Source: an optimization exercise on an open RTL-to-GDS flow (aim: small area, a short achievable clock period and few clock cycles). Production flows keep margins and buffers that such runs may drop.
In this exercise RTL edits were held to simulation tests only and were not proved equivalent to the original.
No activity file was given, so power comes from the tool's default toggle rates.

P:
==> flow/design.v <==
module crc_unit (
    input  wire        clk,
    input  wire        rst,           
    input  wire        req_valid,
    output wire        req_ready,
    input  wire        req_write,
    input  wire [2:0]  req_addr,      
    input  wire [31:0] req_wdata,
    output reg         rsp_valid,
    output reg  [31:0] rsp_rdata,
    output reg         exc            
);
    localparam [2:0] A_POLY   = 3'd0,
                     A_CFG    = 3'd1,
                     A_INIT   = 3'd2,
                     A_VALUE  = 3'd3,
                     A_RESULT = 3'd4,
                     A_IN8    = 3'd5,
                     A_IN16   = 3'd6,
                     A_IN32   = 3'd7;
    reg [31:0] poly;                  
    reg [31:0] init;                  
    reg [31:0] rnat;                  
    reg [31:0] rref;                  
    reg [4:0]  wm1;                   
    reg        refin, refout, invert;
    reg [31:0] gref;                  
    reg        g_ok;                  
    reg [15:1] mu;                    
    reg        mu_ok;                 
    reg        s_dat;                 
    reg        s_8;                   
    reg        s_16;                  
    reg        s_32;                  
    reg        s_r;                   
    reg        s_cfg;                 
    reg [31:0] q_d;                   
    reg        rdy;
    assign req_ready = rdy;
    wire accept = req_valid & rdy;
    wire wr     = accept & req_write;
    wire [4:0]  wm1_n    = wm1;
    wire        refin_n  = refin;
    wire        refout_n = refout;
    wire        invert_n = invert;
    wire [31:0] mask_n   = 32'hFFFF_FFFF >> (~wm1_n);
    wire [31:0] gnat     = poly & mask_n;        
    wire        go       = g_ok & mu_ok;
    wire        d_exec   = s_dat & go;
    wire        g_fill  = ~g_ok & ~(s_r | s_cfg);
    wire [31:0] wsh_in  = s_r ? q_d : s_cfg ? rnat : poly;
    wire [31:0] wsh_out;
    crc_reflect u_wsh (.v(wsh_in), .wm1(wm1_n), .o(wsh_out));
    wire [7:0]  d_hi = s_8 ? (rref[7:0] ^ q_d[7:0]) : (rref[15:8] ^ q_d[15:8]);
    wire [15:0] dv   = {d_hi & {8{d_exec}},
                        (rref[7:0] ^ q_d[7:0]) & {8{d_exec & ~s_8}}};
    wire [31:0] rs_r = d_exec ? (s_16 ? (rref >> 16) : (rref >> 8))
                     : (s_r | s_cfg) ? wsh_out : rref;
    wire [31:0] rs_n = d_exec ? (s_16 ? (rnat << 16) : (rnat << 8))
                     : s_r ? q_d : rnat;
    wire [15:0] t;
    wire [31:0] crc_r, crc_n;
    wire [15:0] m;
    crc_fb  u_fb  (.dv(dv), .mu(mu), .t(t));
    crc_mul u_mul (.t(t), .gref(gref), .gnat(gnat), .rs_r(rs_r), .rs_n(rs_n),
                   .crc_r(crc_r), .crc_n(crc_n));
    crc_mu  u_mu  (.gref(gref), .m(m));
    wire [31:0] rref_n  = crc_r;
    wire [31:0] invm    = invert_n ? mask_n : 32'd0;
    wire [31:0] rnat_n  = crc_n & mask_n;
    wire        a_dat   = req_addr[2] & (req_addr[1] | req_addr[0]);
    wire        s_dat_n = rdy ? (wr & a_dat) : s_dat;
    wire        s_32_n  = rdy ? (wr & (req_addr == A_IN32)) : (s_32 & ~d_exec);
    wire        poly_wr = wr & (req_addr == A_POLY);
    wire        cfg_wr  = wr & (req_addr == A_CFG) & (|req_wdata[4:1]);
    wire        g_ok_n  = ~(poly_wr | cfg_wr) & (g_ok | g_fill);
    wire        mu_ok_n = ~g_fill;
    wire        rdy_n   = ~s_dat_n | (g_ok_n & mu_ok_n & ~s_32_n);
    function [7:0] order(input [7:0] b, input lsb_first);
        integer n;
        for (n = 0; n < 8; n = n + 1)
            order[n] = lsb_first ? b[n] : b[7 - n];
    endfunction
    always @(posedge clk) begin
        if (rst) begin
            poly   <= 32'd0;
            init   <= 32'd0;
            rnat   <= 32'd0;
            rref   <= 32'd0;
            wm1    <= 5'd0;
            refin  <= 1'b0;
            refout <= 1'b0;
            invert <= 1'b0;
            g_ok   <= 1'b0;              
            mu_ok  <= 1'b0;
            s_dat  <= 1'b0;
            s_8    <= 1'b0;
            s_16   <= 1'b0;
            s_32   <= 1'b0;
            s_r    <= 1'b0;
            s_cfg  <= 1'b0;
            rdy    <= 1'b1;
            rsp_valid <= 1'b0;
            exc    <= 1'b0;
        end else begin
            if (poly_wr)
                poly <= req_wdata;
            if (wr & (req_addr == A_INIT))
                init <= req_wdata;
            rnat   <= rnat_n;
            rref   <= rref_n;
            if (cfg_wr) begin
                wm1    <= req_wdata[4:0];
                refin  <= req_wdata[8];
                refout <= req_wdata[9];
                invert <= req_wdata[10];
            end
            g_ok   <= g_ok_n;
            mu_ok  <= mu_ok_n;
            s_dat  <= s_dat_n;
            s_32   <= s_32_n;
            if (rdy) begin
                s_8   <= wr & (req_addr == A_IN8);
                s_16  <= wr & req_addr[2] & req_addr[1];
                s_r   <= wr & ((req_addr == A_INIT) | (req_addr == A_VALUE));
                s_cfg <= cfg_wr;
            end
            rdy    <= rdy_n;
            rsp_valid <= accept & ~req_write;
            exc    <= wr & (req_addr == A_CFG) & ~(|req_wdata[4:1]);
        end
    end
    always @(posedge clk) begin
        if (g_fill)
            gref <= wsh_out;
        mu <= m[15:1];
    end
    always @(posedge clk) begin
        if (rdy) begin
            if (a_dat) begin
                q_d[31:24] <= order(req_wdata[31:24], refin_n);
                q_d[23:16] <= order(req_wdata[23:16], refin_n);
                q_d[15:8]  <= order(req_wdata[15:8], refin_n);
                q_d[7:0]   <= order(req_wdata[7:0], refin_n);
            end else begin
                q_d <= req_wdata;
            end
        end else if (d_exec) begin
            q_d[15:0] <= q_d[31:16];     
        end
    end
    wire [31:0] v_res   = (refout_n ? crc_r : rnat_n) ^ invm;       
    reg  [31:0] v_lo;
    always @(*) begin
        case (req_addr[1:0])
            2'd0:    v_lo = poly;
            2'd2:    v_lo = init;
            2'd3:    v_lo = crc_n;                                   
            default: v_lo = 32'd0;
        endcase
    end
    wire [31:0] rd_d    = ~req_addr[2]
                          ? ((v_lo & mask_n)
                             | ({32{req_addr[1:0] == 2'd1}}
                                & {21'd0, invert_n, refout_n, refin_n, 3'd0, wm1_n}))
                        : (req_addr[1:0] == 2'd0) ? v_res : 32'd0;   
    always @(posedge clk)
        rsp_rdata <= rd_d;
endmodule
module crc_mul (
    input  wire [15:0] t,
    input  wire [31:0] gref,
    input  wire [31:0] gnat,
    input  wire [31:0] rs_r,
    input  wire [31:0] rs_n,
    output reg  [31:0] crc_r,
    output reg  [31:0] crc_n
);
    integer i, k;
    always @(*) begin
        for (i = 0; i < 32; i = i + 1) begin
            crc_r[i] = rs_r[i];
            crc_n[i] = rs_n[i];
            for (k = 0; k < 16; k = k + 1) begin
                if (i + 15 - k <= 31)
                    crc_r[i] = crc_r[i] ^ (t[k] & gref[i + 15 - k]);
                if (i + k >= 15)
                    crc_n[i] = crc_n[i] ^ (t[k] & gnat[i + k - 15]);
            end
        end
    end
endmodule
module crc_fb (
    input  wire [15:0] dv,
    input  wire [15:1] mu,
    output reg  [15:0] t
);
    integer j, k;
    always @(*) begin
        for (k = 0; k < 16; k = k + 1) begin
            t[k] = dv[k];
            for (j = 0; j < k; j = j + 1)
                t[k] = t[k] ^ (mu[k - j] & dv[j]);
        end
    end
endmodule
module crc_mu (
    input  wire [31:0] gref,
    output reg  [15:0] m
);
    integer j, k;
    always @(*) begin
        m[0] = 1'b1;
        for (k = 1; k < 16; k = k + 1) begin
            m[k] = gref[k - 1];
            for (j = 1; 2 * j <= k; j = j + 1)
                m[k] = m[k] ^ (m[j] & ((2 * j == k) ? 1'b1 : gref[k - 2 * j - 1]));
        end
    end
endmodule
module crc_reflect (
    input  wire [31:0] v,
    input  wire [4:0]  wm1,
    output wire [31:0] o
);
    function [31:0] rev32(input [31:0] x);
        integer n;
        for (n = 0; n < 32; n = n + 1)
            rev32[n] = x[31 - n];
    endfunction
    assign o = rev32(v) >> (~wm1);
endmodule
clock: 17.0 ns
lec_check: 0
cap_margin: 20
core_margin: 2
core_utilization: 50
slew_margin: 20
synth_hierarchical: 1
standard.sh (not shown) runs the stock make flow with config.mk's settings and CLKGATE_MAP_FILE= SYNTH_SCRIPT=/design/flow/synth_recipe.tcl, a recipe that flattens the netlist after the stock synthesis.
==> flow/flow/run.sh <==
#!/bin/bash
# The standard layout (standard.sh: ORFS with the standard synthesis), with
#  - port buffers of sky130_fd_sc_hd__buf_4 instead of the default buffer, and
#  - timing repair aimed at a setup slack margin; the SDC (clock period and
#    I/O delays) is unchanged.
# make's output goes to standard.log; ORFS keeps each step's log under orfs/logs.
set -euo pipefail
bash standard.sh \
    "BUFFER_PORTS_ARGS=-buffer_cell sky130_fd_sc_hd__buf_4" \
    SETUP_SLACK_MARGIN=12.4 \
    finish > standard.log 2>&1
Testbench counts of P, summed over its fixed seeds: cycles 69,597.
The inputs of Q differ from those of P as listed below.
--- a/flow/design.v
+++ b/flow/design.v
@@ -148,22 +148,20 @@
         end else if (d_exec) begin
             q_d[15:0] <= q_d[31:16];     
         end
     end
-    wire [31:0] v_res   = (refout_n ? crc_r : rnat_n) ^ invm;       
+    wire [31:0] v_val   = crc_n & mask_n;                           
+    wire [31:0] v_res   = (refout_n ? crc_r : v_val) ^ invm;        
     reg  [31:0] v_lo;
     always @(*) begin
         case (req_addr[1:0])
-            2'd0:    v_lo = poly;
-            2'd2:    v_lo = init;
-            2'd3:    v_lo = crc_n;                                   
-            default: v_lo = 32'd0;
+            2'd0:    v_lo = poly & mask_n;
+            2'd1:    v_lo = {21'd0, invert_n, refout_n, refin_n, 3'd0, wm1_n};
+            2'd2:    v_lo = init & mask_n;
+            default: v_lo = v_val;
         endcase
     end
-    wire [31:0] rd_d    = ~req_addr[2]
-                          ? ((v_lo & mask_n)
-                             | ({32{req_addr[1:0] == 2'd1}}
-                                & {21'd0, invert_n, refout_n, refin_n, 3'd0, wm1_n}))
+    wire [31:0] rd_d    = ~req_addr[2] ? v_lo
                         : (req_addr[1:0] == 2'd0) ? v_res : 32'd0;   
     always @(posedge clk)
         rsp_rdata <= rd_d;
 endmodule
### Flow results
- Of Q and P, it is Q that has the lower signed area change from the synthesized netlist to the final layout.
- Compared P against Q; post-synthesis instance area within noise.
- Length of routed wiring on met1 of Q falls short of that of P by a few percent.
- The run showing the greater cell area is P.
- P -> Q: net count after synthesis flat
- Diff P -> Q: utilization fell by 0.20 points, routed wire length went down, sequential share of layout area now sits at about the same level.
- Summary of Q over P: via total after detailed routing went down 218, clock transition at the registers of the reported paths went up 0.02 ns, final-stage net count went down 22.
- Status: placed instance area parity (Q, P)
- Number of instances in the synthesized netlist: Q vs P — no meaningful difference
- Final total power shrinks slightly when moving from P to Q.
Testbench counts of Q, summed over its fixed seeds: cycles 69,597.

separate check: timing with driven ports:
Ports are ideal in the flow. The routed layouts listed here were re-timed in OpenROAD. Step 1 (the two cells are an assumption about what drives the block):
set clk [get_ports {clk}]
set_driving_cell -lib_cell sky130_fd_sc_hd__clkbuf_16 $clk
set_driving_cell -lib_cell sky130_fd_sc_hd__buf_2 [delete_from_list [all_inputs] $clk]
Step 2 also shifts input and output timing later by t, the mid clock arrival at the registers, as if the neighbouring blocks saw the same clock. Slacks: ideal ports / drivers / drivers and shift; pairs: ideal ports / drivers.
| run | t, ns | setup WS [ns] | worst slew at a driven data input, ns | pins driven straight from the clock port |
|---|---|---|---|---|
| P | 0.683 | 12.372 / 12.328 / 11.690 | 0.16 | 1 |
| Q | 0.655 | 12.380 / 12.319 / 11.693 | 0.19 | 1 |
After both steps setup and hold are still met in every run listed. The setup slack of Q, which loses most, moves by -0.061 ns with the drivers and by -0.687 ns with both steps.
